This design comes from an exercise in tuning for small area and a short achievable clock period on the open sky130 flow, not from production work. Power figures rest on the tool's default switching activity, not on a simulated workload.

## egress_arb
module egress_arb (
    input  wire        clk,
    input  wire        rst,           
    input  wire [15:0] req,           
    input  wire [15:0] fits,          
    input  wire [79:0] flits,         
    input  wire        map_we,        
    input  wire [3:0]  map_idx,
    input  wire [3:0]  map_val,
    input  wire        commit,        
    input  wire [15:0] clr,           
    output wire        gnt,           
    output wire [3:0]  gnt_idx,       
    output reg  [3:0]  last_win,      
    output wire        busy,          
    output wire [15:0] in_backoff,
    output wire [15:0] capped,        
    output wire [63:0] act_map        
);
    localparam integer KB = 7;        
    reg  [3:0]  map_sh  [0:15];
    reg  [3:0]  map_act [0:15];
    reg  [13:0] lf      [0:15];       
    reg  [15:0] inbo;                 
    reg  [15:0] cf;                   
    reg  [12:0] age     [0:15];       
    reg         p1, p2, p3, p4, p5;   
    reg  [15:0] parts;                
    reg  [15:0] sel;                  
    reg  [3:0]  win;
    reg  [3:0]  win_in;
    reg  [4:0]  scnt;                 
    reg  [1:0]  ssub;
    reg         busy_r;
    reg         cmt_pend;
    wire [15:0] present = req & fits & ~inbo;
    genvar g;
    generate
        for (g = 0; g < 16; g = g + 1) begin : g_map
            assign act_map[4*g +: 4] = map_act[g];
        end
    endgenerate
    assign in_backoff = inbo;
    assign gnt     = p5;
    assign gnt_idx = win;
    assign busy    = busy_r;
    wire idle     = ~(p1 | p2 | p3 | p4 | p5);
    wire any_pres = |present;
    wire open_now = idle & ~busy_r & any_pres;
    function [17:0] step4;            
        input [15:0] c;
        input [63:0] e;
        integer k;
        reg a3, a2, a1;
        begin
            a3 = |(c & {e[63], e[59], e[55], e[51], e[47], e[43], e[39], e[35],
  ...
Size: about 250 I/O pins.
==> flow/config.mk <==
export PLATFORM = sky130hd
export DESIGN_NAME = egress_arb
export DESIGN_NICKNAME = egress_arb
export VERILOG_FILES = /design/flow/design.v
export SDC_FILE = /design/flow/constraint.sdc
export NUM_CORES = 4
export LEC_CHECK = 0
export CAP_MARGIN = 20
export CORE_MARGIN = 2
export CORE_UTILIZATION = 40
export SLEW_MARGIN = 20
==> flow/constraint.sdc <==
create_clock -name core_clock -period 42.0 [get_ports {clk}]
set_input_delay 8.4000 -clock core_clock [delete_from_list [all_inputs] [get_ports {clk}]]
set_output_delay 8.4000 -clock core_clock [all_outputs]
set_load 0.01 [all_outputs]
standard.sh (not shown) runs the stock make flow with config.mk's settings and CLKGATE_MAP_FILE= SYNTH_SCRIPT=/design/flow/synth_recipe.tcl, a recipe that flattens the netlist after the stock synthesis.
==> flow/flow/run.sh <==
#!/bin/bash
# Standard ORFS layout, with the combinational logic of the standard
# synthesis re-mapped by ABC for area (registers kept as synthesized), and
# small port buffers. Each tool's output goes to a log in this folder.
set -euo pipefail
W=$PWD
R=$W/orfs/results/$FLOW_PLATFORM/egress_arb/base
LIB=$FLOW_HOME/platforms/$FLOW_PLATFORM/lib/sky130_fd_sc_hd__tt_025C_1v80.lib
YOSYS=$FLOW_HOME/../tools/install/yosys/bin/yosys
[ -x "$YOSYS" ] || YOSYS=yosys

# 1. the standard synthesis, unchanged
bash standard.sh synth > $W/log_1_synth.txt 2>&1

# 2. re-map its combinational logic; registers stay as they are
python3 flow/mkmap.py $LIB $W/cells_map.v > $W/log_2_mkmap.txt 2>&1
cp $R/1_2_yosys.v $W/std_1_2_yosys.v
DU=""
for c in sky130_fd_sc_hd__probe_p_8 sky130_fd_sc_hd__probec_p_8 sky130_fd_sc_hd__lpflow_*; do
  DU="$DU -dont_use $c"
done
$YOSYS -p "read_liberty -lib $LIB; read_verilog $W/std_1_2_yosys.v; hierarchy -top $FLOW_TOP; \
  techmap -map $W/cells_map.v; techmap; opt -purge; \
  abc -liberty $LIB $DU -script $W/flow/area.abc; opt_clean -purge; \
  hilomap -singleton -hicell sky130_fd_sc_hd__conb_1 HI -locell sky130_fd_sc_hd__conb_1 LO; \
  insbuf -buf sky130_fd_sc_hd__buf_4 A X; splitnets; opt_clean -purge; \
  write_verilog -noattr -noexpr -nohex -nodec $W/resyn_1_2_yosys.v; stat -liberty $LIB" \
  > $W/log_3_resyn.txt 2>&1
cp $W/resyn_1_2_yosys.v $R/1_2_yosys.v
rm -f $R/1_synth.odb $R/1_synth.sdc

# 3. the rest of the standard layout
bash standard.sh finish "BUFFER_PORTS_ARGS=-buffer_cell sky130_fd_sc_hd__buf_2" \
  > $W/log_4_layout.txt 2>&1
Other scripts of this flow, unchanged in this note and not shown: flow/flow/area.abc, flow/flow/mkmap.py
Rerun with:
==> flow/flow/run.sh (replaced) <==
#!/bin/bash
# Standard ORFS layout with small port buffers and timing repair aimed
# below the clock period. Each tool's output goes to a log in this folder.
set -euo pipefail
W=$PWD
R=$W/orfs/results/$FLOW_PLATFORM/egress_arb/base
LIB=$FLOW_HOME/platforms/$FLOW_PLATFORM/lib/sky130_fd_sc_hd__tt_025C_1v80.lib
YOSYS=$FLOW_HOME/../tools/install/yosys/bin/yosys
[ -x "$YOSYS" ] || YOSYS=yosys

# 1. the standard synthesis, unchanged
bash standard.sh synth > $W/log_1_synth.txt 2>&1

# 3. the rest of the standard layout
bash standard.sh finish "BUFFER_PORTS_ARGS=-buffer_cell sky130_fd_sc_hd__buf_2" \
  SETUP_SLACK_MARGIN=31.5 \
  > $W/log_4_layout.txt 2>&1
Cell count came out higher by 11%. Die area came out higher by 15%. Hold slack hardly moves. Sequential cell count is unchanged. Register-to-register slack improves by 1.7 ns. Synthesized area came out higher by 15%.
Rerun with:
--- a/flow/flow/run.sh
+++ b/flow/flow/run.sh
@@ -1,5 +1,6 @@
 #!/bin/bash
-# Standard ORFS layout with small port buffers and timing repair aimed
-# below the clock period. Each tool's output goes to a log in this folder.
+# Standard ORFS layout, with the combinational logic of the standard
+# synthesis re-mapped by ABC for area (registers kept as synthesized), and
+# small port buffers. Each tool's output goes to a log in this folder.
 set -euo pipefail
 W=$PWD
@@ -12,4 +13,21 @@
 bash standard.sh synth > $W/log_1_synth.txt 2>&1
 
+# 2. re-map its combinational logic; registers stay as they are
+python3 flow/mkmap.py $LIB $W/cells_map.v > $W/log_2_mkmap.txt 2>&1
+cp $R/1_2_yosys.v $W/std_1_2_yosys.v
+DU=""
+for c in sky130_fd_sc_hd__probe_p_8 sky130_fd_sc_hd__probec_p_8 sky130_fd_sc_hd__lpflow_*; do
+  DU="$DU -dont_use $c"
+done
+$YOSYS -p "read_liberty -lib $LIB; read_verilog $W/std_1_2_yosys.v; hierarchy -top $FLOW_TOP; \
+  techmap -map $W/cells_map.v; techmap; opt -purge; \
+  abc -liberty $LIB $DU -script $W/flow/area.abc; opt_clean -purge; \
+  hilomap -singleton -hicell sky130_fd_sc_hd__conb_1 HI -locell sky130_fd_sc_hd__conb_1 LO; \
+  insbuf -buf sky130_fd_sc_hd__buf_4 A X; splitnets; opt_clean -purge; \
+  write_verilog -noattr -noexpr -nohex -nodec $W/resyn_1_2_yosys.v; stat -liberty $LIB" \
+  > $W/log_3_resyn.txt 2>&1
+cp $W/resyn_1_2_yosys.v $R/1_2_yosys.v
+rm -f $R/1_synth.odb $R/1_synth.sdc
+
 # 3. the rest of the standard layout
 bash standard.sh finish "BUFFER_PORTS_ARGS=-buffer_cell sky130_fd_sc_hd__buf_2" \
The new run ran to the end with no violations.
Cell area is lower by 7.4%.
Worst setup slack degrades by 0.15 ns.
Cell count is lower by 5.8%.
Maximum frequency is lower by 1.4%.
Power is lower by about 0.33%.
Non-clock buffer count is higher by 25.
Via count is lower by 6.1%.
Function was not checked in any run of this note: the RTL went through the layout flow alone.

[re-timing with driven ports]
The flow's constraints put no driver on any port. The routed layouts listed below were extracted and timed again, unchanged, in two steps. Step 1 (the two cells are an assumption about what drives the block):
set clk [get_ports {clk}]
set_driving_cell -lib_cell sky130_fd_sc_hd__clkbuf_16 $clk
set_driving_cell -lib_cell sky130_fd_sc_hd__buf_2 [delete_from_list [all_inputs] $clk]
Step 2 adds t to the input delays and takes it off the output delays; t is the mean of the earliest and latest rising clock arrival at the registers after step 1. Input paths then give back, and output paths get back, about the clock's delay inside the block. a / b / c = ideal / step 1 / step 2; a / b = the first two.
run | t (ns) | slack for setup (ns) | worst register clock-pin slew, ns
the first run | 0.706 | 29.978 / 29.978 / 29.978 | 0.07 / 0.07
the second run | 0.731 | 31.164 / 31.091 / 30.899 | 0.06 / 0.06
the third run | 0.710 | 31.011 / 30.939 / 30.946 | 0.06 / 0.06
After both steps every run listed still meets setup and hold. For the second run, which loses most, drivers alone change the setup slack by -0.073 ns; drivers and shift together by -0.265 ns.
